What follows belongs to an exercise in optimizing a design on an open flow for small area, a short achievable clock period and few clock cycles; a production flow would make more cautious choices.
Function was checked by simulation only, so behaviour that the tests miss may differ from the original.
Power is estimated from default activity; no workload was simulated.

==> flow/design.v (excerpt) <==
module lay_dpu (
    input  wire        clk,
    input  wire        rst,           
    input  wire        cmd_valid,
    output wire        cmd_ready,
    input  wire [5:0]  cmd_op,
    input  wire [1:0]  cmd_acc,       
    input  wire [1:0]  cmd_lanes,     
    input  wire [1:0]  cmd_part,      
    input  wire [2:0]  cmd_t,         
    input  wire        cmd_sat,
    input  wire        cmd_rnd,       
    input  wire        cmd_int,       
    input  wire        cmd_trk,       
    input  wire [23:0] cmd_a,
    input  wire [23:0] cmd_b,
    input  wire [23:0] cmd_c,
    input  wire [23:0] cmd_d,
    input  wire [23:0] cmd_e,
    output reg         rsp_valid,
    output reg  [23:0] rsp_data,
    output reg         rsp_annul,
    output reg  [5:0]  rsp_flags,
    output reg  [4:0]  rsp_bx
);
    localparam OP_NOP   = 6'd0,  OP_MOV   = 6'd1,  OP_ADD   = 6'd2,
               OP_SUB   = 6'd3,  OP_CMP   = 6'd4,  OP_NEG   = 6'd5,
               OP_ABS   = 6'd6,  OP_MIN   = 6'd7,  OP_MAX   = 6'd8,
               OP_AND   = 6'd9,  OP_OR    = 6'd10, OP_XOR   = 6'd11,
               OP_NOT   = 6'd12, OP_TST   = 6'd13, OP_SHL   = 6'd14,
               OP_SHR   = 6'd15, OP_SHRL  = 6'd16, OP_CLAMP = 6'd17,
  ...
Settings: LEC_CHECK=0, ABC_AREA=1, CAP_MARGIN=20, CORE_MARGIN=2, CORE_UTILIZATION=30, CTS_BUF_LIST=sky130_fd_sc_hd__clkbuf_8, CTS_CLUSTER_SIZE=20, PLACE_DENSITY=0.5, SLEW_MARGIN=20; clock period 20.0 ns.
standard.sh (not shown) runs the stock make flow with config.mk's settings and CLKGATE_MAP_FILE= SYNTH_SCRIPT=/design/flow/synth_recipe.tcl, a recipe that flattens the netlist after the stock synthesis.
==> flow/flow/run.sh <==
#!/bin/bash
# Layout flow: the standard flow (standard.sh), with ORFS's timing
# repair asked to leave a setup margin (so that it sizes and buffers the
# paths that set the achieved period) and the ports buffered with buf_4.
export SETUP_SLACK_MARGIN=14.8
export BUFFER_PORTS_ARGS="-buffer_cell sky130_fd_sc_hd__buf_4"
bash standard.sh > standard.log 2>&1
Testbench counts at the start, summed over its fixed seeds: cycles 11,502.
Next try:
Settings changed: CTS_BUF_LIST sky130_fd_sc_hd__clkbuf_8 to not set, CTS_CLUSTER_DIAMETER set to 100, CTS_CLUSTER_SIZE 20 to 26.
Effect:
- power decreases by 5.1%
- via count went down by 1.1%
- final area decreases by 1.9%
- synthesized area stays the same
- first-iteration DRC count hardly moves
- worst setup slack is better by 170 ps
- final cell count falls by 1.4%
- hold slack improved by 17 ps
- wire length is lower by 0.43%
Next try:
--- a/flow/flow/run.sh
+++ b/flow/flow/run.sh
@@ -4,3 +4,3 @@
 # paths that set the achieved period) and the ports buffered with buf_4.
-export SETUP_SLACK_MARGIN=14.8
+export SETUP_SLACK_MARGIN=14.5
 export BUFFER_PORTS_ARGS="-buffer_cell sky130_fd_sc_hd__buf_4"
Settings changed: ABC_AREA 1 to not set, CTS_CLUSTER_DIAMETER 100 to not set, CTS_CLUSTER_SIZE 26 to not set.
Critical path depth rises by 15.
Count of clock-buffer cells in the layout rises by 53.
Power rises by 5.7%.
Cell area rises by 0.90%.
Setup slack is worse by 340 ps.
Synthesized cell count falls by 20%.
First-iteration DRC count falls by 12%.

lay_dpu, a different RTL version from the one above (not shown whole).
Size: roughly 690 flip-flops.
==> flow/config.mk <==
export PLATFORM = sky130hd
export DESIGN_NAME = lay_dpu
export DESIGN_NICKNAME = lay_dpu
export VERILOG_FILES = /design/flow/design.v
export SDC_FILE = /design/flow/constraint.sdc
export NUM_CORES = 8
export LEC_CHECK = 0
export ABC_AREA = 1
export CAP_MARGIN = 20
export CORE_MARGIN = 2
export CORE_UTILIZATION = 30
export CTS_CLUSTER_DIAMETER = 100
export CTS_CLUSTER_SIZE = 20
export PLACE_DENSITY = 0.5
export SLEW_MARGIN = 20
==> flow/constraint.sdc <==
create_clock -name core_clock -period 20.0 [get_ports {clk}]
set_input_delay 4.0000 -clock core_clock [delete_from_list [all_inputs] [get_ports {clk}]]
set_output_delay 4.0000 -clock core_clock [all_outputs]
set_load 0.01 [all_outputs]
==> flow/flow/run.sh <==
#!/bin/bash
# Layout flow: the standard flow (standard.sh), with ORFS's timing
# repair asked to leave a setup margin (so that it sizes and buffers the
# paths that set the achieved period) and the ports buffered with buf_4.
export SETUP_SLACK_MARGIN=14.95
export BUFFER_PORTS_ARGS="-buffer_cell sky130_fd_sc_hd__buf_4"
bash standard.sh > standard.log 2>&1
Testbench counts at the start, summed over its fixed seeds: cycles 11,472.
Then changed:
--- a/flow/flow/run.sh
+++ b/flow/flow/run.sh
@@ -5 +5 @@
-export SETUP_SLACK_MARGIN=14.95
+export SETUP_SLACK_MARGIN=14.9
CAP_MARGIN = 10   (was 20)
CORE_UTILIZATION = 35   (was 30)
CTS_CLUSTER_DIAMETER = 120   (was 100)
CTS_CLUSTER_SIZE = 22   (was 20)
PLACE_DENSITY = 0.55   (was 0.5)
SLEW_MARGIN = 10   (was 20)
Outcome: The changed run produced a clean layout; synthesized area does not change; clock power drops by about 10%; clock skew goes up by 0.026 ns; final area came out lower by 0.78%.
Then changed:
--- a/flow/flow/run.sh
+++ b/flow/flow/run.sh
@@ -5 +5 @@
-export SETUP_SLACK_MARGIN=14.9
+export SETUP_SLACK_MARGIN=14.8
CAP_MARGIN = 20   (was 10)
CORE_UTILIZATION = 30   (was 35)
CTS_CLUSTER_DIAMETER = 110   (was 120)
CTS_CLUSTER_SIZE = 24   (was 22)
PLACE_DENSITY = 0.5   (was 0.55)
SLEW_MARGIN = 20   (was 10)
=>
- sequential power is about the same
- power shrinks by 0.65%
- clock skew went down by 0.022 ns
- synthesized cell count stays the same
- routed wire length rose by 1.2%
- cell count is higher by 3.6%
- die area rose by 17%
- global-route usage is lower by 4.3 points
- fmax stays flat
Then changed:
--- a/flow/flow/run.sh
+++ b/flow/flow/run.sh
@@ -5 +5 @@
-export SETUP_SLACK_MARGIN=14.8
+export SETUP_SLACK_MARGIN=14.9
CORE_UTILIZATION = 35   (was 30)
CTS_CLUSTER_DIAMETER = 120   (was 110)
CTS_CLUSTER_SIZE = 22   (was 24)
PLACE_DENSITY = 0.55   (was 0.5)
Outcome:
- clock-buffer cell count came out higher by 2
- cell area stays flat
- routed wire length came out lower by 1.2%
- core utilization climbs by 5.7 points
- total power goes up by about 0.34%
- non-clock buffer count rises by 32
- die area went down by about 14%
- synthesized area is unchanged
- critical path depth shrinks by 13
- global-route usage rises by 4.3 points

Starting RTL as in the previous note.
==> flow/config.mk <==
export PLATFORM = sky130hd
export DESIGN_NAME = lay_dpu
export DESIGN_NICKNAME = lay_dpu
export VERILOG_FILES = /design/flow/design.v
export SDC_FILE = /design/flow/constraint.sdc
export NUM_CORES = 8
export LEC_CHECK = 0
export ABC_AREA = 1
export CAP_MARGIN = 20
export CORE_MARGIN = 2
export CORE_UTILIZATION = 30
export CTS_CLUSTER_DIAMETER = 120
export CTS_CLUSTER_SIZE = 22
export PLACE_DENSITY = 0.5
export SLEW_MARGIN = 20
==> flow/constraint.sdc <==
create_clock -name core_clock -period 20.0 [get_ports {clk}]
set_input_delay 4.0000 -clock core_clock [delete_from_list [all_inputs] [get_ports {clk}]]
set_output_delay 4.0000 -clock core_clock [all_outputs]
set_load 0.01 [all_outputs]
==> flow/flow/run.sh <==
#!/bin/bash
# Layout flow: the standard flow (standard.sh), with ORFS's timing
# repair asked to leave a setup margin (so that it sizes and buffers the
# paths that set the achieved period) and the ports buffered with buf_4.
export SETUP_SLACK_MARGIN=14.85
export BUFFER_PORTS_ARGS="-buffer_cell sky130_fd_sc_hd__buf_4"
bash standard.sh > standard.log 2>&1
Testbench counts at the start, summed over its fixed seeds: cycles 11,472.
Then changed:
--- a/flow/flow/run.sh
+++ b/flow/flow/run.sh
@@ -4,3 +4,3 @@
 # paths that set the achieved period) and the ports buffered with buf_4.
-export SETUP_SLACK_MARGIN=14.85
+export SETUP_SLACK_MARGIN=14.9
 export BUFFER_PORTS_ARGS="-buffer_cell sky130_fd_sc_hd__buf_4"
--- a/flow/config.mk
+++ b/flow/config.mk
@@ -7,3 +7,2 @@
 export LEC_CHECK = 0
-export ABC_AREA = 1
 export CAP_MARGIN = 20
Outcome: Synthesized cell count shrinks by 18%; die area shrinks by 0.41%; hold slack hardly moves; register-to-register slack loses 140 ps; setup slack loses 100 ps; combinational power shrinks by about 2%; sequential power hardly moves; global-route usage shrinks by 0.96 points; first-iteration DRC count shrinks by 3.7%; sequential share of layout area shrinks by 0.52 points; wire length shrinks by 2.7%.
Then changed:
--- a/flow/config.mk
+++ b/flow/config.mk
@@ -7,2 +7,3 @@
 export LEC_CHECK = 0
+export ABC_AREA = 1
 export CAP_MARGIN = 20
@@ -10,4 +11,4 @@
 export CORE_UTILIZATION = 30
-export CTS_CLUSTER_DIAMETER = 120
-export CTS_CLUSTER_SIZE = 22
+export CTS_CLUSTER_DIAMETER = 100
+export CTS_CLUSTER_SIZE = 20
 export PLACE_DENSITY = 0.5
=> The changed run passed the timing, design-rule and antenna checks. Global-route usage rises by 1.8 points. Via count rises by roughly a tenth. Critical path depth falls by 21.
Then changed:
--- a/flow/flow/run.sh
+++ b/flow/flow/run.sh
@@ -4,3 +4,3 @@
 # paths that set the achieved period) and the ports buffered with buf_4.
-export SETUP_SLACK_MARGIN=14.9
+export SETUP_SLACK_MARGIN=14.95
 export BUFFER_PORTS_ARGS="-buffer_cell sky130_fd_sc_hd__buf_4"
--- a/flow/config.mk
+++ b/flow/config.mk
@@ -11,4 +11,4 @@
 export CORE_UTILIZATION = 30
-export CTS_CLUSTER_DIAMETER = 100
-export CTS_CLUSTER_SIZE = 20
+export CTS_CLUSTER_DIAMETER = 120
+export CTS_CLUSTER_SIZE = 22
 export PLACE_DENSITY = 0.5
=> Hold slack gains 11 ps. Cell area decreases by 0.73%. Setup slack loses 6.3 ps. Utilization decreases by 0.26 points. Via count stays flat. Routed wire length decreases by 2.5%.
Then changed:
--- a/flow/config.mk
+++ b/flow/config.mk
@@ -10,3 +10,3 @@
 export CORE_MARGIN = 2
-export CORE_UTILIZATION = 30
+export CORE_UTILIZATION = 28
 export CTS_CLUSTER_DIAMETER = 120
Count of clock-buffer cells in the layout does not change.
Die area is higher by about 7%.
Worst setup slack improves by 14 ps.
Cell area climbs by 1.5%.
Combinational power increases by about 2%.
Core utilization decreases by 1.9 points.
Wire length climbs by 1.2%.

## what the ideal ports hide
How much do the figures lean on ideal ports? The routed layouts below were timed once more, with nothing changed but the port constraints.
Step 1 sets driving cells, clkbuf_16 on the clock port and buf_2 on the other inputs (assumed; they add their load-dependent delay and slew).
Step 2 moves the port delays by t, midway between the first and last clock arrival at a register: inputs arrive t later, outputs are due t later. That takes back most of the time a late clock gives input paths.
Slacks: ideal / step 1 / step 2; pairs: ideal / step 1.
run | shift t [ns] | setup WS [ns] | hold WS [ns] | worst setup path at the end | latest minus earliest clock arrival (ns)
the first run of note 1 | 0.939 | 14.593 / 14.517 / 14.810 | 0.319 / 0.319 / 0.319 | input to register | 0.053 / 0.053
the second run of note 1 | 0.738 | 14.760 / 14.681 / 14.825 | 0.336 / 0.336 / 0.336 | register to register | 0.069 / 0.069
the third run of note 1 | 0.790 | 14.419 / 14.419 / 14.419 | 0.335 / 0.335 / 0.335 | register to register | 0.051 / 0.050
the first run of note 2 | 0.778 | 14.738 / 14.653 / 14.633 | 0.333 / 0.333 / 0.333 | input to register | 0.059 / 0.059
the second run of note 2 | 0.756 | 14.760 / 14.670 / 14.540 | 0.335 / 0.335 / 0.335 | input to register | 0.085 / 0.085
the third run of note 2 | 0.744 | 14.756 / 14.683 / 14.427 | 0.334 / 0.334 / 0.334 | input to register | 0.063 / 0.063
the fourth run of note 2 | 0.754 | 14.761 / 14.671 / 14.550 | 0.335 / 0.335 / 0.335 | input to register | 0.084 / 0.083
the first run of note 3 | 0.739 | 14.790 / 14.708 / 14.432 | 0.332 / 0.332 / 0.332 | input to register | 0.033 / 0.032
the second run of note 3 | 0.763 | 14.690 / 14.675 / 14.690 | 0.332 / 0.332 / 0.332 | register to register | 0.056 / 0.056
the third run of note 3 | 0.752 | 14.764 / 14.684 / 14.526 | 0.323 / 0.323 / 0.323 | input to register | 0.061 / 0.061
the fourth run of note 3 | 0.758 | 14.758 / 14.674 / 14.622 | 0.334 / 0.334 / 0.334 | input to register | 0.079 / 0.078
the fifth run of note 3 | 0.758 | 14.771 / 14.683 / 14.625 | 0.335 / 0.335 / 0.335 | input to register | 0.045 / 0.045
After both steps every run listed still meets setup and hold. For the first run of note 3, which loses most, drivers alone change the setup slack by -0.082 ns; drivers and shift together by -0.358 ns.
